What follows belongs to an exercise in optimizing a design on an open flow for small area and a short achievable clock period; a production flow would make more cautious choices.
Function was checked by simulation only, so behaviour that the tests miss may differ from the original.

==> design/flow/design.v <==
module gf128_mul (
    input  wire [6:0] a,
    input  wire [6:0] b,
    output reg  [6:0] p
);
    reg [6:0] acc;
    reg [6:0] sh;
    integer   i;
    always @* begin
        acc = 7'd0;
        sh  = a;
        for (i = 0; i < 7; i = i + 1) begin
            if (b[i])
                acc = acc ^ sh;
            sh = {sh[5:0], 1'b0} ^ (sh[6] ? 7'h09 : 7'h00);
        end
        p = acc;
    end
endmodule
module dected_enc (
    input  wire [63:0] data,
    output wire [14:0] check
);
    wire x64, x65, x66, x67, x68, x69, x70, x71, x72, x73, x74, x75, x76, x77, x78, x79, x80, x81, x82, x83, x84, x85, x86, x87, x88, x89, x90, x91, x92, x93, x94, x95, x96, x97, x98, x99, x100, x101, x102, x103, x104, x105, x106, x107, x108, x109, x110, x111, x112, x113, x114, x115, x116, x117, x118, x119, x120, x121, x122, x123, x124, x125, x126, x127, x128, x129, x130, x131, x132, x133, x134, x135, x136, x137, x138, x139, x140, x141, x142, x143, x144, x145, x146, x147, x148, x149, x150, x151, x152, x153, x154, x155, x156, x157, x158, x159, x160, x161, x162, x163, x164, x165, x166, x167, x168, x169, x170, x171, x172, x173, x174, x175, x176, x177, x178, x179, x180, x181, x182, x183, x184, x185, x186, x187, x188, x189, x190, x191, x192, x193, x194, x195, x196, x197, x198, x199, x200, x201, x202, x203, x204, x205, x206, x207, x208, x209, x210, x211, x212, x213, x214, x215, x216, x217, x218, x219, x220, x221, x222, x223, x224, x225, x226, x227, x228, x229, x230, x231, x232, x233, x234, x235, x236, x237, x238, x239, x240, x241, x242, x243, x244, x245, x246, x247, x248, x249, x250, x251, x252, x253, x254, x255, x256, x257, x258, x259, x260, x261, x262, x263, x264, x265, x266, x267, x268, x269, x270, x271, x272, x273, x274, x275, x276, x277, x278, x279, x280, x281, x282, x283, x284, x285, x286, x287, x288, x289, x290, x291, x292, x293, x294, x295, x296, x297;
    assign x64 = data[29] ^ data[43];
    assign x65 = data[3] ^ data[14];
    assign x66 = data[27] ^ data[33];
    assign x67 = data[23] ^ data[24];
    assign x68 = data[2] ^ data[30];
    assign x69 = data[26] ^ data[31];
    assign x70 = data[0] ^ data[38];
    assign x71 = data[13] ^ data[46];
    assign x72 = data[22] ^ data[61];
    assign x73 = data[4] ^ data[32];
    assign x74 = data[44] ^ data[47];
    assign x75 = data[37] ^ data[62];
    assign x76 = data[1] ^ data[54];
    assign x77 = data[25] ^ x69;
    assign x78 = data[5] ^ data[18];
    assign x79 = data[56] ^ x65;
    assign x80 = data[17] ^ x64;
    assign x81 = data[50] ^ data[63];
    assign x82 = x68 ^ x74;
    assign x83 = data[41] ^ x71;
    assign x84 = data[12] ^ data[48];
    assign x85 = data[58] ^ x66;
    assign x86 = data[6] ^ data[28];
    assign x87 = x70 ^ x75;
    assign x88 = data[49] ^ data[57];
    assign x89 = data[11] ^ data[55];
    assign x90 = data[9] ^ data[53];
    assign x91 = data[39] ^ x72;
    assign x92 = data[40] ^ x67;
    assign x93 = data[42] ^ x73;
    assign x94 = data[34] ^ data[59];
    assign x95 = data[52] ^ x80;
    assign x96 = x78 ^ x90;
    assign x97 = data[60] ^ x76;
    assign x98 = data[10] ^ data[45];
    assign x99 = data[7] ^ x87;
    assign x100 = data[36] ^ x81;
    assign x101 = x84 ^ x98;
    assign x102 = data[20] ^ data[59];
    assign x103 = x88 ^ x89;
    assign x104 = x82 ^ x86;
    assign x105 = data[19] ^ data[21];
    assign x106 = data[8] ^ x91;
    assign x107 = data[17] ^ x102;
    assign x108 = x77 ^ x93;
    assign x109 = x83 ^ x92;
    assign x110 = data[15] ^ x103;
    assign x111 = x85 ^ x97;
    assign x112 = data[16] ^ data[43];
    assign x113 = x79 ^ x101;
    assign x114 = data[25] ^ x94;
    assign x115 = data[57] ^ x71;
    assign x116 = data[40] ^ data[47];
    assign x117 = data[10] ^ data[53];
    assign x118 = data[1] ^ data[4];
    assign x119 = data[26] ^ data[60];
    assign x120 = data[32] ^ x111;
    assign x121 = data[62] ^ x82;
    assign x122 = data[16] ^ data[38];
    assign x123 = data[2] ^ data[51];
    assign x124 = data[7] ^ x78;
    assign x125 = x73 ^ x76;
    assign x126 = x112 ^ x116;
    assign x127 = x72 ^ x108;
    assign x128 = data[33] ^ data[42];
    assign x129 = data[15] ^ data[19];
    assign x130 = data[12] ^ x122;
    assign x131 = data[63] ^ x95;
    assign x132 = data[44] ^ data[51];
    assign x133 = data[48] ^ data[50];
    assign x134 = x66 ^ x96;
    assign x135 = data[49] ^ x100;
    assign x136 = x99 ^ x117;
    assign x137 = data[6] ^ data[61];
    assign x138 = x99 ^ x105;
    assign x139 = x80 ^ x94;
    assign x140 = data[14] ^ x119;
    assign x141 = x109 ^ x110;
    assign x142 = data[39] ^ x96;
    assign x143 = x115 ^ x139;
    assign x144 = x79 ^ x92;
    assign x145 = x83 ^ x107;
    assign x146 = data[55] ^ x91;
    assign x147 = x95 ^ x135;
    assign x148 = data[35] ^ x121;
    assign x149 = x106 ^ x133;
    assign x150 = x81 ^ x104;
    assign x151 = x77 ^ x113;
    assign x152 = data[5] ^ x126;
    assign x153 = x86 ^ x132;
    assign x154 = data[41] ^ data[58];
    assign x155 = data[11] ^ x137;
    assign x156 = data[0] ^ data[14];
    assign x157 = data[30] ^ data[37];
    assign x158 = data[45] ^ x129;
    assign x159 = x156 ^ x157;
    assign x160 = x153 ^ x158;
    assign x161 = x159 ^ x134;
    assign x162 = x160 ^ x143;
    assign x163 = x149 ^ x161;
    assign x164 = x162 ^ x163;
    assign x165 = data[13] ^ data[23];
    assign x166 = data[31] ^ data[35];
    assign x167 = data[52] ^ x88;
    assign x168 = x165 ^ x166;
    assign x169 = x107 ^ x167;
    assign x170 = x168 ^ x111;
    assign x171 = x152 ^ x169;
    assign x172 = x136 ^ x149;
    assign x173 = x170 ^ x171;
    assign x174 = x172 ^ x173;
    assign x175 = data[5] ^ data[22];
    assign x176 = data[36] ^ data[45];
    assign x177 = data[63] ^ x64;
    assign x178 = x68 ^ x105;
    assign x179 = x175 ^ x176;
    assign x180 = x87 ^ x177;
    assign x181 = x178 ^ x179;
    assign x182 = x180 ^ x181;
    assign x183 = x120 ^ x141;
    assign x184 = x182 ^ x183;
    assign x185 = data[1] ^ data[20];
    assign x186 = data[31] ^ data[37];
    assign x187 = data[46] ^ x67;
    assign x188 = x128 ^ x154;
    assign x189 = x185 ^ x186;
    assign x190 = x79 ^ x114;
    assign x191 = x130 ^ x187;
    assign x192 = x188 ^ x189;
    assign x193 = x146 ^ x190;
    assign x194 = x191 ^ x192;
    assign x195 = x150 ^ x193;
    assign x196 = x194 ^ x195;
    assign x197 = data[8] ^ data[35];
    assign x198 = data[46] ^ data[50];
    assign x199 = data[60] ^ x197;
    assign x200 = x198 ^ x199;
    assign x201 = x104 ^ x134;
    assign x202 = x144 ^ x200;
    assign x203 = x127 ^ x138;
    assign x204 = x201 ^ x202;
    assign x205 = x203 ^ x204;
    assign x206 = data[18] ^ data[30];
    assign x207 = x65 ^ x67;
    assign x208 = x74 ^ x206;
    assign x209 = x77 ^ x100;
    assign x210 = x125 ^ x207;
    assign x211 = x208 ^ x145;
    assign x212 = x209 ^ x210;
    assign x213 = x136 ^ x211;
    assign x214 = x212 ^ x213;
    assign x215 = data[21] ^ data[24];
    assign x216 = x70 ^ x89;
    assign x217 = x90 ^ x215;
    assign x218 = x97 ^ x216;
    assign x219 = x217 ^ x218;
    assign x220 = x127 ^ x143;
    assign x221 = x150 ^ x219;
    assign x222 = x220 ^ x221;
    assign x223 = data[23] ^ data[51];
    assign x224 = x64 ^ x223;
    assign x225 = x124 ^ x224;
    assign x226 = x146 ^ x225;
    assign x227 = x120 ^ x148;
    assign x228 = x151 ^ x226;
    assign x229 = x227 ^ x228;
    assign x230 = data[0] ^ data[22];
    assign x231 = x69 ^ x73;
    assign x232 = x75 ^ x89;
    assign x233 = x123 ^ x230;
    assign x234 = x231 ^ x232;
    assign x235 = x233 ^ x142;
    assign x236 = x144 ^ x234;
    assign x237 = x147 ^ x235;
    assign x238 = x236 ^ x237;
    assign x239 = data[9] ^ data[28];
    assign x240 = x70 ^ x239;
    assign x241 = x114 ^ x125;
    assign x242 = x240 ^ x106;
    assign x243 = x109 ^ x113;
    assign x244 = x241 ^ x131;
    assign x245 = x242 ^ x243;
    assign x246 = x244 ^ x245;
    assign x247 = data[10] ^ data[25];
    assign x248 = data[29] ^ x118;
    assign x249 = x128 ^ x247;
    assign x250 = x140 ^ x248;
    assign x251 = x249 ^ x142;
    assign x252 = x250 ^ x141;
    assign x253 = x148 ^ x251;
    assign x254 = x252 ^ x253;
    assign x255 = data[24] ^ data[27];
    assign x256 = data[34] ^ data[42];
    assign x257 = data[54] ^ x68;
    assign x258 = x129 ^ x154;
    assign x259 = x255 ^ x256;
    assign x260 = x100 ^ x155;
    assign x261 = x257 ^ x258;
    assign x262 = x259 ^ x152;
    assign x263 = x260 ^ x261;
    assign x264 = x151 ^ x262;
    assign x265 = x263 ^ x264;
    assign x266 = data[3] ^ data[7];
    assign x267 = data[27] ^ data[35];
    assign x268 = x75 ^ x84;
    assign x269 = x112 ^ x266;
    assign x270 = x267 ^ x153;
    assign x271 = x268 ^ x269;
    assign x272 = x108 ^ x110;
    assign x273 = x145 ^ x270;
    assign x274 = x271 ^ x272;
    assign x275 = x273 ^ x274;
    assign x276 = data[8] ^ data[13];
    assign x277 = data[21] ^ data[28];
    assign x278 = data[45] ^ data[56];
    assign x279 = x74 ^ x276;
    assign x280 = x277 ^ x278;
    assign x281 = x85 ^ x93;
    assign x282 = x124 ^ x130;
    assign x283 = x140 ^ x279;
    assign x284 = x280 ^ x281;
    assign x285 = x282 ^ x283;
    assign x286 = x147 ^ x284;
    assign x287 = x285 ^ x286;
    assign x288 = data[9] ^ data[20];
    assign x289 = x65 ^ x88;
    assign x290 = x118 ^ x123;
    assign x291 = x288 ^ x85;
    assign x292 = x101 ^ x155;
    assign x293 = x289 ^ x290;
    assign x294 = x291 ^ x292;
    assign x295 = x293 ^ x131;
    assign x296 = x138 ^ x294;
    assign x297 = x295 ^ x296;
    assign check[0] = x164;
    assign check[1] = x174;
    assign check[2] = x184;
    assign check[3] = x196;
    assign check[4] = x205;
    assign check[5] = x214;
    assign check[6] = x222;
    assign check[7] = x229;
    assign check[8] = x238;
    assign check[9] = x246;
    assign check[10] = x254;
    assign check[11] = x265;
    assign check[12] = x275;
    assign check[13] = x287;
    assign check[14] = x297;
endmodule
module dected_syn (
    input  wire [78:0] r,
    output wire [14:0] syn
);
    wire x79, x80, x81, x82, x83, x84, x85, x86, x87, x88, x89, x90, x91, x92, x93, x94, x95, x96, x97, x98, x99, x100, x101, x102, x103, x104, x105, x106, x107, x108, x109, x110, x111, x112, x113, x114, x115, x116, x117, x118, x119, x120, x121, x122, x123, x124, x125, x126, x127, x128, x129, x130, x131, x132, x133, x134, x135, x136, x137, x138, x139, x140, x141, x142, x143, x144, x145, x146, x147, x148, x149, x150, x151, x152, x153, x154, x155, x156, x157, x158, x159, x160, x161, x162, x163, x164, x165, x166, x167, x168, x169, x170, x171, x172, x173, x174, x175, x176, x177, x178, x179, x180, x181, x182, x183, x184, x185, x186, x187, x188, x189, x190, x191, x192, x193, x194, x195, x196, x197, x198, x199, x200, x201, x202, x203, x204, x205, x206, x207, x208, x209, x210, x211, x212, x213, x214, x215, x216, x217, x218, x219, x220, x221, x222, x223, x224, x225, x226, x227, x228, x229, x230, x231, x232, x233, x234, x235, x236, x237, x238, x239, x240, x241, x242, x243, x244, x245, x246, x247, x248, x249, x250, x251, x252, x253, x254, x255, x256, x257, x258, x259, x260, x261, x262, x263, x264, x265, x266, x267, x268, x269, x270, x271, x272, x273, x274, x275, x276, x277, x278, x279, x280, x281, x282, x283, x284, x285, x286, x287, x288, x289, x290, x291, x292, x293, x294, x295, x296, x297, x298, x299, x300, x301, x302, x303, x304, x305, x306, x307, x308, x309, x310, x311, x312, x313, x314, x315, x316, x317, x318, x319, x320, x321, x322, x323, x324, x325, x326, x327, x328, x329, x330, x331, x332, x333, x334, x335, x336, x337, x338, x339, x340, x341, x342, x343, x344, x345, x346, x347, x348, x349;
    assign x79 = r[55] ^ r[75];
    assign x80 = r[25] ^ r[76];
    assign x81 = r[58] ^ r[72];
    assign x82 = r[24] ^ r[51];
    assign x83 = r[33] ^ r[61];
    assign x84 = r[23] ^ r[50];
    assign x85 = r[19] ^ r[67];
    assign x86 = r[60] ^ r[74];
    assign x87 = r[59] ^ r[73];
    assign x88 = r[27] ^ r[56];
    assign x89 = r[52] ^ x82;
    assign x90 = r[30] ^ r[37];
    assign x91 = x79 ^ x81;
    assign x92 = r[17] ^ x83;
    assign x93 = r[20] ^ r[68];
    assign x94 = r[26] ^ x91;
    assign x95 = r[57] ^ r[71];
    assign x96 = r[49] ^ x90;
    assign x97 = r[31] ^ r[38];
    assign x98 = r[9] ^ r[39];
    assign x99 = r[7] ^ x84;
    assign x100 = x80 ^ x87;
    assign x101 = r[21] ^ r[69];
    assign x102 = r[70] ^ x89;
    assign x103 = r[18] ^ r[66];
    assign x104 = r[13] ^ r[53];
    assign x105 = r[77] ^ x86;
    assign x106 = r[8] ^ r[16];
    assign x107 = r[29] ^ r[48];
    assign x108 = r[28] ^ x105;
    assign x109 = r[22] ^ x88;
    assign x110 = r[36] ^ r[40];
    assign x111 = r[15] ^ r[42];
    assign x112 = r[65] ^ x85;
    assign x113 = r[14] ^ x93;
    assign x114 = r[54] ^ x103;
    assign x115 = r[44] ^ x95;
    assign x116 = x97 ^ x99;
    assign x117 = r[46] ^ x101;
    assign x118 = r[62] ^ x92;
    assign x119 = r[11] ^ r[41];
    assign x120 = r[45] ^ x94;
    assign x121 = r[35] ^ x98;
    assign x122 = r[47] ^ x102;
    assign x123 = x96 ^ x109;
    assign x124 = r[10] ^ r[34];
    assign x125 = x116 ^ x119;
    assign x126 = r[5] ^ x110;
    assign x127 = r[43] ^ x104;
    assign x128 = r[64] ^ x107;
    assign x129 = r[12] ^ r[32];
    assign x130 = x100 ^ x115;
    assign x131 = x106 ^ x129;
    assign x132 = r[3] ^ r[63];
    assign x133 = x117 ^ x128;
    assign x134 = x112 ^ x121;
    assign x135 = x124 ^ x132;
    assign x136 = x113 ^ x114;
    assign x137 = x120 ^ x122;
    assign x138 = r[18] ^ r[38];
    assign x139 = r[16] ^ r[75];
    assign x140 = x108 ^ x123;
    assign x141 = r[6] ^ x123;
    assign x142 = r[0] ^ x79;
    assign x143 = r[66] ^ x125;
    assign x144 = r[62] ^ x111;
    assign x145 = r[28] ^ x100;
    assign x146 = r[42] ^ x108;
    assign x147 = r[46] ^ x118;
    assign x148 = r[15] ^ x92;
    assign x149 = r[56] ^ r[57];
    assign x150 = r[52] ^ x146;
    assign x151 = x130 ^ x133;
    assign x152 = x95 ^ x106;
    assign x153 = x110 ^ x141;
    assign x154 = x125 ^ x140;
    assign x155 = r[1] ^ r[6];
    assign x156 = r[39] ^ x93;
    assign x157 = r[29] ^ x131;
    assign x158 = r[33] ^ x99;
    assign x159 = x101 ^ x104;
    assign x160 = r[40] ^ x127;
    assign x161 = r[4] ^ r[13];
    assign x162 = r[17] ^ r[73];
    assign x163 = x86 ^ x161;
    assign x164 = r[41] ^ x153;
    assign x165 = r[50] ^ x120;
    assign x166 = r[47] ^ x126;
    assign x167 = r[72] ^ x145;
    assign x168 = r[61] ^ r[76];
    assign x169 = r[4] ^ r[34];
    assign x170 = r[63] ^ x149;
    assign x171 = x89 ^ x139;
    assign x172 = r[19] ^ x152;
    assign x173 = r[8] ^ x148;
    assign x174 = r[43] ^ x156;
    assign x175 = x118 ^ x160;
    assign x176 = r[25] ^ x94;
    assign x177 = x85 ^ x142;
    assign x178 = r[48] ^ x172;
    assign x179 = r[2] ^ x98;
    assign x180 = r[14] ^ r[51];
    assign x181 = r[54] ^ x180;
    assign x182 = x117 ^ x144;
    assign x183 = x181 ^ x130;
    assign x184 = x177 ^ x182;
    assign x185 = x183 ^ x184;
    assign x186 = x154 ^ x185;
    assign x187 = r[1] ^ r[22];
    assign x188 = x84 ^ x97;
    assign x189 = x111 ^ x168;
    assign x190 = x187 ^ x170;
    assign x191 = x188 ^ x189;
    assign x192 = x108 ^ x157;
    assign x193 = x174 ^ x190;
    assign x194 = x191 ^ x192;
    assign x195 = x193 ^ x137;
    assign x196 = x194 ^ x195;
    assign x197 = r[23] ^ r[30];
    assign x198 = r[32] ^ r[58];
    assign x199 = r[77] ^ x88;
    assign x200 = x197 ^ x198;
    assign x201 = x179 ^ x199;
    assign x202 = x200 ^ x171;
    assign x203 = x201 ^ x151;
    assign x204 = x175 ^ x202;
    assign x205 = x203 ^ x204;
    assign x206 = r[11] ^ r[37];
    assign x207 = r[40] ^ r[53];
    assign x208 = r[71] ^ x88;
    assign x209 = x111 ^ x138;
    assign x210 = x162 ^ x206;
    assign x211 = x207 ^ x112;
    assign x212 = x117 ^ x135;
    assign x213 = x208 ^ x209;
    assign x214 = x210 ^ x158;
    assign x215 = x211 ^ x212;
    assign x216 = x213 ^ x214;
    assign x217 = x215 ^ x137;
    assign x218 = x216 ^ x217;
    assign x219 = r[12] ^ r[35];
    assign x220 = r[38] ^ r[46];
    assign x221 = r[53] ^ r[64];
    assign x222 = r[74] ^ x119;
    assign x223 = x169 ^ x219;
    assign x224 = x220 ^ x221;
    assign x225 = x109 ^ x114;
    assign x226 = x222 ^ x223;
    assign x227 = x224 ^ x174;
    assign x228 = x225 ^ x226;
    assign x229 = x122 ^ x167;
    assign x230 = x178 ^ x227;
    assign x231 = x228 ^ x229;
    assign x232 = x230 ^ x231;
    assign x233 = r[12] ^ r[20];
    assign x234 = r[23] ^ r[49];
    assign x235 = r[54] ^ x107;
    assign x236 = x162 ^ x233;
    assign x237 = x234 ^ x115;
    assign x238 = x159 ^ x235;
    assign x239 = x236 ^ x134;
    assign x240 = x166 ^ x237;
    assign x241 = x238 ^ x176;
    assign x242 = x239 ^ x240;
    assign x243 = x150 ^ x241;
    assign x244 = x242 ^ x243;
    assign x245 = r[10] ^ r[21];
    assign x246 = r[24] ^ r[70];
    assign x247 = r[74] ^ x87;
    assign x248 = x107 ^ x168;
    assign x249 = x245 ^ x246;
    assign x250 = x127 ^ x247;
    assign x251 = x248 ^ x249;
    assign x252 = x136 ^ x250;
    assign x253 = x251 ^ x252;
    assign x254 = x165 ^ x253;
    assign x255 = x164 ^ x254;
    assign x256 = r[9] ^ x103;
    assign x257 = x124 ^ x113;
    assign x258 = x170 ^ x256;
    assign x259 = x116 ^ x166;
    assign x260 = x177 ^ x257;
    assign x261 = x258 ^ x147;
    assign x262 = x167 ^ x259;
    assign x263 = x260 ^ x261;
    assign x264 = x262 ^ x263;
    assign x265 = r[5] ^ r[77];
    assign x266 = x97 ^ x169;
    assign x267 = x265 ^ x96;
    assign x268 = x100 ^ x112;
    assign x269 = x113 ^ x159;
    assign x270 = x266 ^ x102;
    assign x271 = x267 ^ x268;
    assign x272 = x269 ^ x173;
    assign x273 = x270 ^ x271;
    assign x274 = x165 ^ x272;
    assign x275 = x273 ^ x274;
    assign x276 = r[26] ^ r[27];
    assign x277 = r[68] ^ x80;
    assign x278 = x90 ^ x276;
    assign x279 = x121 ^ x135;
    assign x280 = x277 ^ x278;
    assign x281 = x279 ^ x280;
    assign x282 = x175 ^ x178;
    assign x283 = x281 ^ x143;
    assign x284 = x150 ^ x282;
    assign x285 = x283 ^ x284;
    assign x286 = r[14] ^ r[32];
    assign x287 = r[37] ^ r[59];
    assign x288 = x82 ^ x155;
    assign x289 = x286 ^ x287;
    assign x290 = x121 ^ x126;
    assign x291 = x288 ^ x289;
    assign x292 = x108 ^ x133;
    assign x293 = x290 ^ x291;
    assign x294 = x173 ^ x176;
    assign x295 = x292 ^ x293;
    assign x296 = x143 ^ x294;
    assign x297 = x295 ^ x296;
    assign x298 = r[24] ^ r[32];
    assign x299 = r[45] ^ r[71];
    assign x300 = x106 ^ x298;
    assign x301 = x299 ^ x91;
    assign x302 = x114 ^ x163;
    assign x303 = x300 ^ x134;
    assign x304 = x301 ^ x302;
    assign x305 = x141 ^ x147;
    assign x306 = x303 ^ x304;
    assign x307 = x305 ^ x306;
    assign x308 = r[3] ^ r[36];
    assign x309 = r[69] ^ x80;
    assign x310 = x81 ^ x85;
    assign x311 = x129 ^ x308;
    assign x312 = x96 ^ x115;
    assign x313 = x128 ^ x163;
    assign x314 = x309 ^ x310;
    assign x315 = x311 ^ x136;
    assign x316 = x158 ^ x171;
    assign x317 = x312 ^ x313;
    assign x318 = x314 ^ x315;
    assign x319 = x316 ^ x317;
    assign x320 = x318 ^ x319;
    assign x321 = r[7] ^ r[26];
    assign x322 = r[60] ^ r[65];
    assign x323 = r[67] ^ r[75];
    assign x324 = x83 ^ x124;
    assign x325 = x138 ^ x321;
    assign x326 = x322 ^ x323;
    assign x327 = x100 ^ x144;
    assign x328 = x179 ^ x324;
    assign x329 = x325 ^ x326;
    assign x330 = x157 ^ x327;
    assign x331 = x328 ^ x329;
    assign x332 = x122 ^ x330;
    assign x333 = x331 ^ x332;
    assign x334 = x164 ^ x333;
    assign x335 = r[0] ^ r[2];
    assign x336 = r[4] ^ r[78];
    assign x337 = x111 ^ x155;
    assign x338 = x335 ^ x336;
    assign x339 = x126 ^ x127;
    assign x340 = x131 ^ x135;
    assign x341 = x337 ^ x338;
    assign x342 = x118 ^ x134;
    assign x343 = x136 ^ x339;
    assign x344 = x340 ^ x341;
    assign x345 = x151 ^ x342;
    assign x346 = x343 ^ x344;
    assign x347 = x137 ^ x154;
    assign x348 = x345 ^ x346;
    assign x349 = x347 ^ x348;
    assign syn[0] = x186;
    assign syn[1] = x196;
    assign syn[2] = x205;
    assign syn[3] = x218;
    assign syn[4] = x232;
    assign syn[5] = x244;
    assign syn[6] = x255;
    assign syn[7] = x264;
    assign syn[8] = x275;
    assign syn[9] = x285;
    assign syn[10] = x297;
    assign syn[11] = x307;
    assign syn[12] = x320;
    assign syn[13] = x334;
    assign syn[14] = x349;
endmodule
module gf128_inv3 (
    input  wire [6:0] a,
    output wire [6:0] y
);
    wire [127:0] t0 = 128'h85171f397d3521e1ec0715d9c155d956;
    assign y[0] = t0[a];
    wire [127:0] t1 = 128'h077bca8c40edde83cfa9b8fae20590f0;
    assign y[1] = t1[a];
    wire [127:0] t2 = 128'hd3d8a3c4b729aac8883ed3b1ef77e000;
    assign y[2] = t2[a];
    wire [127:0] t3 = 128'h9d7459fd639529fbdb72e2c062284688;
    assign y[3] = t3[a];
    wire [127:0] t4 = 128'h76d02a17ab13d34bf22b331b534913bc;
    assign y[4] = t4[a];
    wire [127:0] t5 = 128'h7a55ce6bcde0f5c45424a2b9e9a25f80;
    assign y[5] = t5[a];
    wire [127:0] t6 = 128'h4ae285f65b8d65a17edf971ddc8880a0;
    assign y[6] = t6[a];
endmodule
module dected_quad (
    input  wire [6:0] s3,
    input  wire [6:0] inv3,
    output wire [6:0] y,
    output wire       tz,      
    output wire       tr       
);
    wire [6:0] w;
    gf128_mul u_w (.a(s3), .b(inv3), .p(w));
    wire [6:0] c = w ^ 7'h01;
    assign tz = (c == 7'd0);
    assign tr = c[0];
    assign y[0] = 1'b0;
    assign y[1] = c[2] ^ c[3] ^ c[4] ^ c[6];
    assign y[2] = c[3] ^ c[4] ^ c[6];
    assign y[3] = c[5] ^ c[6];
    assign y[4] = c[1] ^ c[2] ^ c[4];
    assign y[5] = c[3] ^ c[5] ^ c[6];
    assign y[6] = c[3] ^ c[6];
endmodule
module dected_ispos (
    input  wire [6:0] x,
    output wire       v
);
    wire [127:0] t = 128'h341efc53e5ef0f6366edbbb9ab551f7e;
    assign v = t[x];
endmodule
module dected_codec (
    input  wire        clk,
    input  wire        rst_n,
    input  wire        enc_valid,
    input  wire [63:0] enc_data,
    output wire        enc_out_valid,
    output wire [63:0] enc_out_data,
    output wire [14:0] enc_out_check,
    input  wire        dec_valid,
    input  wire [63:0] dec_data,
    input  wire [14:0] dec_check,
    output wire        dec_out_valid,
    output wire [63:0] dec_out_data,
    output wire [14:0] dec_out_check,
    output wire [1:0]  dec_out_corr,
    output wire        dec_out_ue
);
    wire [63:0] e0_d = enc_data;  wire e0_v = enc_valid;
    wire [63:0] e0q_d = e0_d;  wire e0q_v = e0_v;
    wire [14:0] e1_c;
    dected_enc u_enc (.data(e0q_d), .check(e1_c));
    reg  [63:0] e1q_d;  reg [14:0] e1q_c;  reg e1q_v;
    always @(posedge clk) begin
        e1q_d <= e0q_d;
        e1q_c <= e1_c;
        if (!rst_n) e1q_v <= 1'b0; else e1q_v <= e0q_v;
    end
    assign enc_out_valid = e1q_v;
    assign enc_out_data  = e1q_d;
    assign enc_out_check = e1q_c;
    wire [78:0] b0_r = {dec_check[14], dec_data, dec_check[13:0]};   
    wire b0_v = dec_valid;
    wire [78:0] b0q_r = b0_r;
    wire b0q_v = b0_v;
    wire [6:0] b1_s1;
    reg  [6:0] b1q_s1;
    wire [6:0] b1_s3;
    reg  [6:0] b1q_s3;
    wire b1_par;
    reg  b1q_par;
    wire [78:0] b1_r = b0q_r;  wire b1_v = b0q_v;
    wire [14:0] b1_syn;
    dected_syn u_syn (.r(b0q_r), .syn(b1_syn));
    assign b1_s1 = b1_syn[6:0];
    assign b1_s3 = b1_syn[13:7];
    assign b1_par = b1_syn[14];
    reg [78:0] b1q_r;
    reg b1q_v;
    always @(posedge clk) begin
        b1q_s1 <= b1_s1;
        b1q_s3 <= b1_s3;
        b1q_par <= b1_par;
        b1q_r <= b1_r;
        if (!rst_n) b1q_v <= 1'b0; else b1q_v <= b1_v;
    end
    wire [6:0] b2_s1;
    wire [6:0] b2q_s1 = b2_s1;
    wire [6:0] b2_s3;
    wire [6:0] b2q_s3 = b2_s3;
    wire b2_par;
    wire b2q_par = b2_par;
    wire [6:0] b2_iv;
    wire [6:0] b2q_iv = b2_iv;
    wire [78:0] b2_r = b1q_r;  wire b2_v = b1q_v;
    assign b2_s1 = b1q_s1; assign b2_s3 = b1q_s3; assign b2_par = b1q_par;
    gf128_inv3 u_inv3 (.a(b1q_s1), .y(b2_iv));
    wire [78:0] b2q_r = b2_r;
    wire b2q_v = b2_v;
    wire [6:0] b3_s1;
    reg  [6:0] b3q_s1;
    wire [6:0] b3_y;
    reg  [6:0] b3q_y;
    wire b3_par;
    reg  b3q_par;
    wire b3_tz;
    reg  b3q_tz;
    wire b3_tr;
    reg  b3q_tr;
    wire b3_s3z;
    reg  b3q_s3z;
    wire [78:0] b3_r = b2q_r;  wire b3_v = b2q_v;
    assign b3_s1 = b2q_s1; assign b3_par = b2q_par;
    assign b3_s3z = (b2q_s3 == 7'd0);
    dected_quad u_quad (.s3(b2q_s3), .inv3(b2q_iv), .y(b3_y), .tz(b3_tz), .tr(b3_tr));
    reg [78:0] b3q_r;
    reg b3q_v;
    always @(posedge clk) begin
        b3q_s1 <= b3_s1;
        b3q_y <= b3_y;
        b3q_par <= b3_par;
        b3q_tz <= b3_tz;
        b3q_tr <= b3_tr;
        b3q_s3z <= b3_s3z;
        b3q_r <= b3_r;
        if (!rst_n) b3q_v <= 1'b0; else b3q_v <= b3_v;
    end
    wire [6:0] b4_x1;
    wire [6:0] b4q_x1 = b4_x1;
    wire [6:0] b4_x2;
    wire [6:0] b4q_x2 = b4_x2;
    wire b4_par;
    wire b4q_par = b4_par;
    wire b4_tz;
    wire b4q_tz = b4_tz;
    wire b4_tr;
    wire b4q_tr = b4_tr;
    wire b4_s1z;
    wire b4q_s1z = b4_s1z;
    wire b4_s3z;
    wire b4q_s3z = b4_s3z;
    wire [78:0] b4_r = b3q_r;  wire b4_v = b3q_v;
    gf128_mul u_x1 (.a(b3q_s1), .b(b3q_y), .p(b4_x1));
    assign b4_x2 = b4_x1 ^ b3q_s1;
    assign b4_s1z = (b3q_s1 == 7'd0);
    assign b4_par = b3q_par; assign b4_tz = b3q_tz; assign b4_tr = b3q_tr; assign b4_s3z = b3q_s3z;
    wire [78:0] b4q_r = b4_r;
    wire b4q_v = b4_v;
    wire [7:0] b5_pa1;
    wire [7:0] b5q_pa1 = b5_pa1;
    wire [15:0] b5_pb1;
    wire [15:0] b5q_pb1 = b5_pb1;
    wire [7:0] b5_pa2;
    wire [7:0] b5q_pa2 = b5_pa2;
    wire [15:0] b5_pb2;
    wire [15:0] b5q_pb2 = b5_pb2;
    wire [1:0] b5_corr;
    wire [1:0] b5q_corr = b5_corr;
    wire b5_ue;
    wire b5q_ue = b5_ue;
    wire b5_fpar;
    wire b5q_fpar = b5_fpar;
    wire [78:0] b5_r = b4q_r;  wire b5_v = b4q_v;
    wire v1, v2;
    dected_ispos u_v1 (.x(b4q_x1), .v(v1));
    dected_ispos u_v2 (.x(b4q_x2), .v(v2));
    wire ok_tz  = !b4q_s1z && b4q_tz && v2;                                 
    wire ok_2   = !b4q_s1z && !b4q_tz && !b4q_par && !b4q_tr && v1 && v2;   
    wire only_p = b4q_s1z && b4q_s3z && b4q_par;                           
    wire e1     = !b4q_par && !b4q_tr && v2;
    wire e2     = b4q_tz || (!b4q_par && !b4q_tr && v1);
    assign b5_ue   = !(ok_tz || ok_2 || (b4q_s1z && b4q_s3z));
    assign b5_corr = (ok_2 || (ok_tz && !b4q_par)) ? 2'd2 : ((only_p || ok_tz) ? 2'd1 : 2'd0);
    assign b5_fpar = only_p || (ok_tz && !b4q_par);
    genvar k;
    for (k = 0; k < 8; k = k + 1) begin : g_pa
        assign b5_pa1[k] = e1 && (b4q_x1[2:0] == k);
        assign b5_pa2[k] = e2 && (b4q_x2[2:0] == k);
    end
    for (k = 0; k < 16; k = k + 1) begin : g_pb
        assign b5_pb1[k] = (b4q_x1[6:3] == k);
        assign b5_pb2[k] = (b4q_x2[6:3] == k);
    end
    wire [78:0] b5q_r = b5_r;
    wire b5q_v = b5_v;
    wire [63:0] b6_od;
    reg  [63:0] b6q_od;
    wire [14:0] b6_oc;
    reg  [14:0] b6q_oc;
    wire [1:0] b6_corr;
    reg  [1:0] b6q_corr;
    wire b6_ue;
    reg  b6q_ue;
    wire b6_v = b5q_v;
    wire [77:0] flip;
    assign flip[0] = (b5q_pa1[1] && b5q_pb1[0]) || (b5q_pa2[1] && b5q_pb2[0]);
    assign flip[1] = (b5q_pa1[2] && b5q_pb1[0]) || (b5q_pa2[2] && b5q_pb2[0]);
    assign flip[2] = (b5q_pa1[4] && b5q_pb1[0]) || (b5q_pa2[4] && b5q_pb2[0]);
    assign flip[3] = (b5q_pa1[0] && b5q_pb1[1]) || (b5q_pa2[0] && b5q_pb2[1]);
    assign flip[4] = (b5q_pa1[0] && b5q_pb1[2]) || (b5q_pa2[0] && b5q_pb2[2]);
    assign flip[5] = (b5q_pa1[0] && b5q_pb1[4]) || (b5q_pa2[0] && b5q_pb2[4]);
    assign flip[6] = (b5q_pa1[0] && b5q_pb1[8]) || (b5q_pa2[0] && b5q_pb2[8]);
    assign flip[7] = (b5q_pa1[1] && b5q_pb1[1]) || (b5q_pa2[1] && b5q_pb2[1]);
    assign flip[8] = (b5q_pa1[2] && b5q_pb1[2]) || (b5q_pa2[2] && b5q_pb2[2]);
    assign flip[9] = (b5q_pa1[4] && b5q_pb1[4]) || (b5q_pa2[4] && b5q_pb2[4]);
    assign flip[10] = (b5q_pa1[0] && b5q_pb1[9]) || (b5q_pa2[0] && b5q_pb2[9]);
    assign flip[11] = (b5q_pa1[1] && b5q_pb1[3]) || (b5q_pa2[1] && b5q_pb2[3]);
    assign flip[12] = (b5q_pa1[2] && b5q_pb1[6]) || (b5q_pa2[2] && b5q_pb2[6]);
    assign flip[13] = (b5q_pa1[4] && b5q_pb1[12]) || (b5q_pa2[4] && b5q_pb2[12]);
    assign flip[14] = (b5q_pa1[1] && b5q_pb1[8]) || (b5q_pa2[1] && b5q_pb2[8]);
    assign flip[15] = (b5q_pa1[3] && b5q_pb1[1]) || (b5q_pa2[3] && b5q_pb2[1]);
    assign flip[16] = (b5q_pa1[6] && b5q_pb1[2]) || (b5q_pa2[6] && b5q_pb2[2]);
    assign flip[17] = (b5q_pa1[4] && b5q_pb1[5]) || (b5q_pa2[4] && b5q_pb2[5]);
    assign flip[18] = (b5q_pa1[0] && b5q_pb1[11]) || (b5q_pa2[0] && b5q_pb2[11]);
    assign flip[19] = (b5q_pa1[1] && b5q_pb1[7]) || (b5q_pa2[1] && b5q_pb2[7]);
    assign flip[20] = (b5q_pa1[2] && b5q_pb1[14]) || (b5q_pa2[2] && b5q_pb2[14]);
    assign flip[21] = (b5q_pa1[5] && b5q_pb1[13]) || (b5q_pa2[5] && b5q_pb2[13]);
    assign flip[22] = (b5q_pa1[3] && b5q_pb1[10]) || (b5q_pa2[3] && b5q_pb2[10]);
    assign flip[23] = (b5q_pa1[7] && b5q_pb1[5]) || (b5q_pa2[7] && b5q_pb2[5]);
    assign flip[24] = (b5q_pa1[6] && b5q_pb1[11]) || (b5q_pa2[6] && b5q_pb2[11]);
    assign flip[25] = (b5q_pa1[5] && b5q_pb1[6]) || (b5q_pa2[5] && b5q_pb2[6]);
    assign flip[26] = (b5q_pa1[2] && b5q_pb1[13]) || (b5q_pa2[2] && b5q_pb2[13]);
    assign flip[27] = (b5q_pa1[5] && b5q_pb1[11]) || (b5q_pa2[5] && b5q_pb2[11]);
    assign flip[28] = (b5q_pa1[3] && b5q_pb1[6]) || (b5q_pa2[3] && b5q_pb2[6]);
    assign flip[29] = (b5q_pa1[6] && b5q_pb1[12]) || (b5q_pa2[6] && b5q_pb2[12]);
    assign flip[30] = (b5q_pa1[5] && b5q_pb1[8]) || (b5q_pa2[5] && b5q_pb2[8]);
    assign flip[31] = (b5q_pa1[3] && b5q_pb1[0]) || (b5q_pa2[3] && b5q_pb2[0]);
    assign flip[32] = (b5q_pa1[6] && b5q_pb1[0]) || (b5q_pa2[6] && b5q_pb2[0]);
    assign flip[33] = (b5q_pa1[4] && b5q_pb1[1]) || (b5q_pa2[4] && b5q_pb2[1]);
    assign flip[34] = (b5q_pa1[0] && b5q_pb1[3]) || (b5q_pa2[0] && b5q_pb2[3]);
    assign flip[35] = (b5q_pa1[0] && b5q_pb1[6]) || (b5q_pa2[0] && b5q_pb2[6]);
    assign flip[36] = (b5q_pa1[0] && b5q_pb1[12]) || (b5q_pa2[0] && b5q_pb2[12]);
    assign flip[37] = (b5q_pa1[1] && b5q_pb1[9]) || (b5q_pa2[1] && b5q_pb2[9]);
    assign flip[38] = (b5q_pa1[3] && b5q_pb1[3]) || (b5q_pa2[3] && b5q_pb2[3]);
    assign flip[39] = (b5q_pa1[6] && b5q_pb1[6]) || (b5q_pa2[6] && b5q_pb2[6]);
    assign flip[40] = (b5q_pa1[4] && b5q_pb1[13]) || (b5q_pa2[4] && b5q_pb2[13]);
    assign flip[41] = (b5q_pa1[1] && b5q_pb1[10]) || (b5q_pa2[1] && b5q_pb2[10]);
    assign flip[42] = (b5q_pa1[3] && b5q_pb1[5]) || (b5q_pa2[3] && b5q_pb2[5]);
    assign flip[43] = (b5q_pa1[6] && b5q_pb1[10]) || (b5q_pa2[6] && b5q_pb2[10]);
    assign flip[44] = (b5q_pa1[5] && b5q_pb1[4]) || (b5q_pa2[5] && b5q_pb2[4]);
    assign flip[45] = (b5q_pa1[2] && b5q_pb1[9]) || (b5q_pa2[2] && b5q_pb2[9]);
    assign flip[46] = (b5q_pa1[5] && b5q_pb1[3]) || (b5q_pa2[5] && b5q_pb2[3]);
    assign flip[47] = (b5q_pa1[2] && b5q_pb1[7]) || (b5q_pa2[2] && b5q_pb2[7]);
    assign flip[48] = (b5q_pa1[4] && b5q_pb1[14]) || (b5q_pa2[4] && b5q_pb2[14]);
    assign flip[49] = (b5q_pa1[1] && b5q_pb1[12]) || (b5q_pa2[1] && b5q_pb2[12]);
    assign flip[50] = (b5q_pa1[3] && b5q_pb1[9]) || (b5q_pa2[3] && b5q_pb2[9]);
    assign flip[51] = (b5q_pa1[7] && b5q_pb1[3]) || (b5q_pa2[7] && b5q_pb2[3]);
    assign flip[52] = (b5q_pa1[6] && b5q_pb1[7]) || (b5q_pa2[6] && b5q_pb2[7]);
    assign flip[53] = (b5q_pa1[4] && b5q_pb1[15]) || (b5q_pa2[4] && b5q_pb2[15]);
    assign flip[54] = (b5q_pa1[1] && b5q_pb1[14]) || (b5q_pa2[1] && b5q_pb2[14]);
    assign flip[55] = (b5q_pa1[3] && b5q_pb1[13]) || (b5q_pa2[3] && b5q_pb2[13]);
    assign flip[56] = (b5q_pa1[7] && b5q_pb1[11]) || (b5q_pa2[7] && b5q_pb2[11]);
    assign flip[57] = (b5q_pa1[7] && b5q_pb1[6]) || (b5q_pa2[7] && b5q_pb2[6]);
    assign flip[58] = (b5q_pa1[6] && b5q_pb1[13]) || (b5q_pa2[6] && b5q_pb2[13]);
    assign flip[59] = (b5q_pa1[5] && b5q_pb1[10]) || (b5q_pa2[5] && b5q_pb2[10]);
    assign flip[60] = (b5q_pa1[3] && b5q_pb1[4]) || (b5q_pa2[3] && b5q_pb2[4]);
    assign flip[61] = (b5q_pa1[6] && b5q_pb1[8]) || (b5q_pa2[6] && b5q_pb2[8]);
    assign flip[62] = (b5q_pa1[5] && b5q_pb1[0]) || (b5q_pa2[5] && b5q_pb2[0]);
    assign flip[63] = (b5q_pa1[2] && b5q_pb1[1]) || (b5q_pa2[2] && b5q_pb2[1]);
    assign flip[64] = (b5q_pa1[4] && b5q_pb1[2]) || (b5q_pa2[4] && b5q_pb2[2]);
    assign flip[65] = (b5q_pa1[0] && b5q_pb1[5]) || (b5q_pa2[0] && b5q_pb2[5]);
    assign flip[66] = (b5q_pa1[0] && b5q_pb1[10]) || (b5q_pa2[0] && b5q_pb2[10]);
    assign flip[67] = (b5q_pa1[1] && b5q_pb1[5]) || (b5q_pa2[1] && b5q_pb2[5]);
    assign flip[68] = (b5q_pa1[2] && b5q_pb1[10]) || (b5q_pa2[2] && b5q_pb2[10]);
    assign flip[69] = (b5q_pa1[5] && b5q_pb1[5]) || (b5q_pa2[5] && b5q_pb2[5]);
    assign flip[70] = (b5q_pa1[2] && b5q_pb1[11]) || (b5q_pa2[2] && b5q_pb2[11]);
    assign flip[71] = (b5q_pa1[5] && b5q_pb1[7]) || (b5q_pa2[5] && b5q_pb2[7]);
    assign flip[72] = (b5q_pa1[2] && b5q_pb1[15]) || (b5q_pa2[2] && b5q_pb2[15]);
    assign flip[73] = (b5q_pa1[5] && b5q_pb1[15]) || (b5q_pa2[5] && b5q_pb2[15]);
    assign flip[74] = (b5q_pa1[3] && b5q_pb1[14]) || (b5q_pa2[3] && b5q_pb2[14]);
    assign flip[75] = (b5q_pa1[7] && b5q_pb1[13]) || (b5q_pa2[7] && b5q_pb2[13]);
    assign flip[76] = (b5q_pa1[7] && b5q_pb1[10]) || (b5q_pa2[7] && b5q_pb2[10]);
    assign flip[77] = (b5q_pa1[7] && b5q_pb1[4]) || (b5q_pa2[7] && b5q_pb2[4]);
    assign b6_od = b5q_r[77:14] ^ flip[77:14];
    assign b6_oc = {b5q_r[78] ^ b5q_fpar, b5q_r[13:0] ^ flip[13:0]};
    assign b6_corr = b5q_corr; assign b6_ue = b5q_ue;
    reg b6q_v;
    always @(posedge clk) begin
        b6q_od <= b6_od;
        b6q_oc <= b6_oc;
        b6q_corr <= b6_corr;
        b6q_ue <= b6_ue;
        if (!rst_n) b6q_v <= 1'b0; else b6q_v <= b6_v;
    end
    assign dec_out_valid = b6q_v;
    assign dec_out_data  = b6q_od;
    assign dec_out_check = b6q_oc;
    assign dec_out_corr  = b6q_corr;
    assign dec_out_ue    = b6q_ue;
endmodule
==> design/flow/flow/run.sh <==
#!/bin/bash
# Own flow: the standard layout (standard.sh, unchanged synthesis) with
# extra ORFS settings: small port buffers, timing repair aimed below the
# clock period, and smaller clock buffers.  The ORFS tools log to
# orfs/logs/ and standard.log; this script's own output goes to run.log.
set -e
exec > >(tee run.log) 2>&1
cat >> "$FLOW_CONFIG" <<EOC
export BUFFER_PORTS_ARGS = -buffer_cell sky130_fd_sc_hd__buf_2
export SETUP_SLACK_MARGIN = 9.3
export CTS_BUF_LIST = sky130_fd_sc_hd__clkbuf_8 sky130_fd_sc_hd__clkbuf_16
EOC
bash standard.sh > standard.log 2>&1
==> design/flow/standard.sh <==
#!/bin/bash
# synth_recipe.tcl (not shown) runs the flow's synth.tcl, then flattens the netlist and writes it again
# the make line also repeats each setting of config.mk as NAME=value (left out here)
make -C /OpenROAD-flow-scripts/flow DESIGN_CONFIG=/design/flow/config.mk WORK_HOME=/design/flow/orfs CLKGATE_MAP_FILE= SYNTH_SCRIPT=/design/flow/synth_recipe.tcl "${@:-finish}"
==> design/flow/config.mk <==
export PLATFORM = sky130hd
export DESIGN_NAME = dected_codec
export DESIGN_NICKNAME = dected_codec
export VERILOG_FILES = /design/flow/design.v
export SDC_FILE = /design/flow/constraint.sdc
export NUM_CORES = 4
export LEC_CHECK = 0
export CAP_MARGIN = 20
export CORE_MARGIN = 2
export CORE_UTILIZATION = 50
export CTS_CLUSTER_DIAMETER = 60
export CTS_CLUSTER_SIZE = 16
export PLACE_DENSITY = 0.65
export SLEW_MARGIN = 20
export TNS_END_PERCENT = 0
export BUFFER_PORTS_ARGS = -buffer_cell sky130_fd_sc_hd__buf_2
export SETUP_SLACK_MARGIN = 9.3
export CTS_BUF_LIST = sky130_fd_sc_hd__clkbuf_8 sky130_fd_sc_hd__clkbuf_16
==> design/flow/constraint.sdc <==
create_clock -name core_clock -period 13.5 [get_ports {clk}]
set_input_delay 2.7000 -clock core_clock [delete_from_list [all_inputs] [get_ports {clk}]]
set_output_delay 2.7000 -clock core_clock [all_outputs]
set_load 0.01 [all_outputs]
==> flow_summary.ini <==
[critical_path]
slowest_delay_ns = 0.42
cpLargestDelayFamily = XOR/XNOR gates
worst-path-buf-inv = 1
critical_path_arrival_ns = 4.66
crit_path_frequent_cell = xnor2_1
start_kind = primary input
crit_slowest_cell = xnor2_1
worstSetupPathType = in -> reg
cp_max_fo = 4
path_cells = buf_2, xnor2_1, xor2_1, xnor2_2, xnor2_1, xnor2_1, xnor2_1, xnor2_1
critPathRequiredTime_ns = 13.96
crit_path_end_kind = register

[finish]
drive_gt1_share_pct = 23.1
fillers = 3042
multiInputGateArea_sq_um = 10600
nets = 2267
seq_area_sq_um = 7120
fin_area_sq_um = 21400
area_growth_pct = 19.1

[timing]
maxSlewHeadroom_pct = 22.9
period_share_pct = 31.1
timing.setup.tns_ns = 0
timing.hold.ws_ns = 0.323
setup_viol = 0
maxSlewViolCount = 0
setup_slack_ns = 9.30
rsz0062_at_grt = yes
hold_viol_final = 0
worst_pin_slew_ns = 1.15
fin_crit_ns = 4.20
worst_clock_skew_ns = 0.0211
fmax_mhz = 238

[clock_network]
cts-root-buf = clkbuf_16
cts_sinks = 355
numCtsBuffers = 35
cts_hold_buffers = 0
cts_buffer_depth = 3
clkLatencyLatePin_ns = 0.56
cts_tree = built
path_clk_slew_ns = 0.07
htreeDepth = 2

[place]
postPlaceCellArea_sq_um = 19800
io_buffers = 309
globalplace.congestion = 0.955
pre_cts_ws_ns = 8.54
dp_hpwl_microns = 46600

[floorplan]
pin_count = 310
die_h_microns = 194
dieArea_sq_um = 37500
chipWidth_microns = 194
start_util_pct = 50.7
fp-row-count = 69
core_area_sq_um = 35500

[grt]
grt_pass1_vias = 13800
grt_pass1_wl_microns = 87500
antenna_found_initial = 8
grtUsageTotal_pct = 30.8
grt_start_max_net_pins = 74
grt-ovfl-total = 0

[route]
drtAntennaViolNets = 0
drt-total-wl_microns = 59600
detail_route.wl_per_cell_microns = 23.0
via_per_inst = 5.55
vias = 14400
first_iter_violations = 1482
drtPass1Iterations = 5
drc = 0

[yosys]
synth_area_leaders = dfxtp_1 (40%), xnor2_1 (25%), xor2_1 (5.5%)
synth-edff-count = 0
synthesis.area_sq_um = 18000
yosys_warnings = 2
synth.most_common_cell = xnor2_1
synth_seq_cells = 355
yosysUniqueCellTypes = 84
synth_ff_type = dfxtp_1
synth_fp_nets = 1979
synth_sequential_area_ratio_pct = 39.5
synth_top_area_share_pct = 39.5
synth_top_area_cell = dfxtp_1
syn_avg_cell_area_sq_um = 9.93
synthTopCellsByCount = xnor2_1 (509), dfxtp_1 (355), nand2_1 (124)
synth-async-reset-ratio_pct = 0
syn-instance-count = 1812

[hold_path]
hp-class = reg -> reg

[outcome]
outcome = no timing/DRC/antenna violations

[flow_run]
maxCapViolCount = 0
routing by layer:
metal,global-route usage [%],part of all wire [%],up-vias
met5,0,0,-
met4,10.3,3.3,0
met3,5.01,7.3,129
met2,49.0,46,702
met1,42.5,44,6824
li1,-,-,6706
state kept, by name, summed over array words and instances (netlist names), 2 cells and up:
register	flops
b6q_corr	2
b6q_od	64
b3q_s1	7
b1q_s3	7
e1q_d	64
b3q_r	79
b3q_y	6
b1q_s1	7
b1q_r	79
b6q_oc	15
e1q_c	15
layout make-up:
type                       instances  area share (%)
clock buffer                      37            4.32
multi-input combinational       1347            49.7
timing repair buffer             337            8.42
clock inverter                    18            1.08
inverter                          24           0.438
antenna                            8          0.0935
sequential                       355            33.2
tap                              461            2.69
worst paths after layout:
check / from / endpoint / slack (ns) / cells after the start
max: dec_data[61] / b1q_s1[6]$_DFF_P_ / 9.30 / 8
min: b1q_r[67]$_DFF_P_ / b3q_r[67]$_DFF_P_ / 0.32 / 0
max reg2reg: b1q_s1[0]$_DFF_P_ / b3q_y[2]$_DFF_P_ / 9.33 / 13
min reg2reg: b1q_r[67]$_DFF_P_ / b3q_r[67]$_DFF_P_ / 0.32 / 0
worst register-to-register path, stage by stage, from the launching register on:
cell and delay, ns:
dfxtp_1 0.36, buf_8 0.21, clkinvlp_4 0.20, ha_4 0.38
nor2b_2 0.22, a21oi_1 0.06, mux4_2 0.51, a211oi_4 0.37
nor2_4 0.13, a22oi_2 0.26, xnor3_1 0.47, xor2_2 0.21
xnor3_2 0.50, xor2_1 0.15
cell usage in the layout, fill, tap and decap left out, types with 22 or more instances in the layout:
cell type / Yosys / final
xnor2_1: 509 / 503
dfxtp_1: 355 / 345
buf_2: 38 / 309
nand2_1: 124 / 122
xor2_1: 112 / 108
nor2_1: 78 / 74
nor3_1: 74 / 74
a31oi_1: 60 / 55
clkbuf_16: 0 / 37
o21ai_0: 32 / 32
a21oi_1: 29 / 28
buf_4: 6 / 22
cells by family (layout without fill, tap and decap cells):
family | after synthesis | in the layout | share of synthesized area, %
AO/OA/AOI/OAI | 250 | 250 | 10.0
XOR/XNOR | 649 | 649 | 33.4
adder cells (fa/ha/maj) | 20 | 20 | 1.39
buffers and inverters | 110 | 416 | 2.89
flip-flops | 355 | 355 | 39.5
multiplexers | 30 | 30 | 2.07
other | 0 | 8 | 0
AND/OR/NAND/NOR | 398 | 398 | 10.7
metrics by stage:
| stage | std cells | util (%) |
|---|---|---|
| finish | 2587 | 60.4 |
| CTS | 2564 | 59.5 |
| global route | 2584 | 60.3 |
| floorplan | 1812 | - |
| detailed placement | 2505 | 55.8 |
| global placement | 2505 | 55.8 |
repair_timing:
item | in CTS | in global routing
endpoints found under the hold margin | 0 | 0
pin swaps | 3 | 8
gates resized for setup | 27 | 47
buffers inserted | 4 | 15
endpoints found under the setup margin | 94 | 97
gates cloned | 0 | 0

-- afterwards: timing with drivers on the ports --
In the flow no input, the clock included, has a driving cell. The finished layout below was timed again as built, in two steps. Step 1 (the two cells are an assumption about what drives the block):
set clk [get_ports {clk}]
set_driving_cell -lib_cell sky130_fd_sc_hd__clkbuf_16 $clk
set_driving_cell -lib_cell sky130_fd_sc_hd__buf_2 [delete_from_list [all_inputs] $clk]
Step 2 moves the port delays by t, midway between the first and last clock arrival at a register: inputs arrive t later, outputs are due t later. That takes back most of the time a late clock gives input paths. Three values: ideal ports, drivers, drivers and shift; two values: the first two.
t (ns): 0.596
slack for setup (ns): 9.300 / 9.324 / 8.728
worst setup path at the end: input to register
After both steps this run still meets setup and hold. For this run, drivers alone change the setup slack by +0.024 ns; drivers and shift together by -0.572 ns.
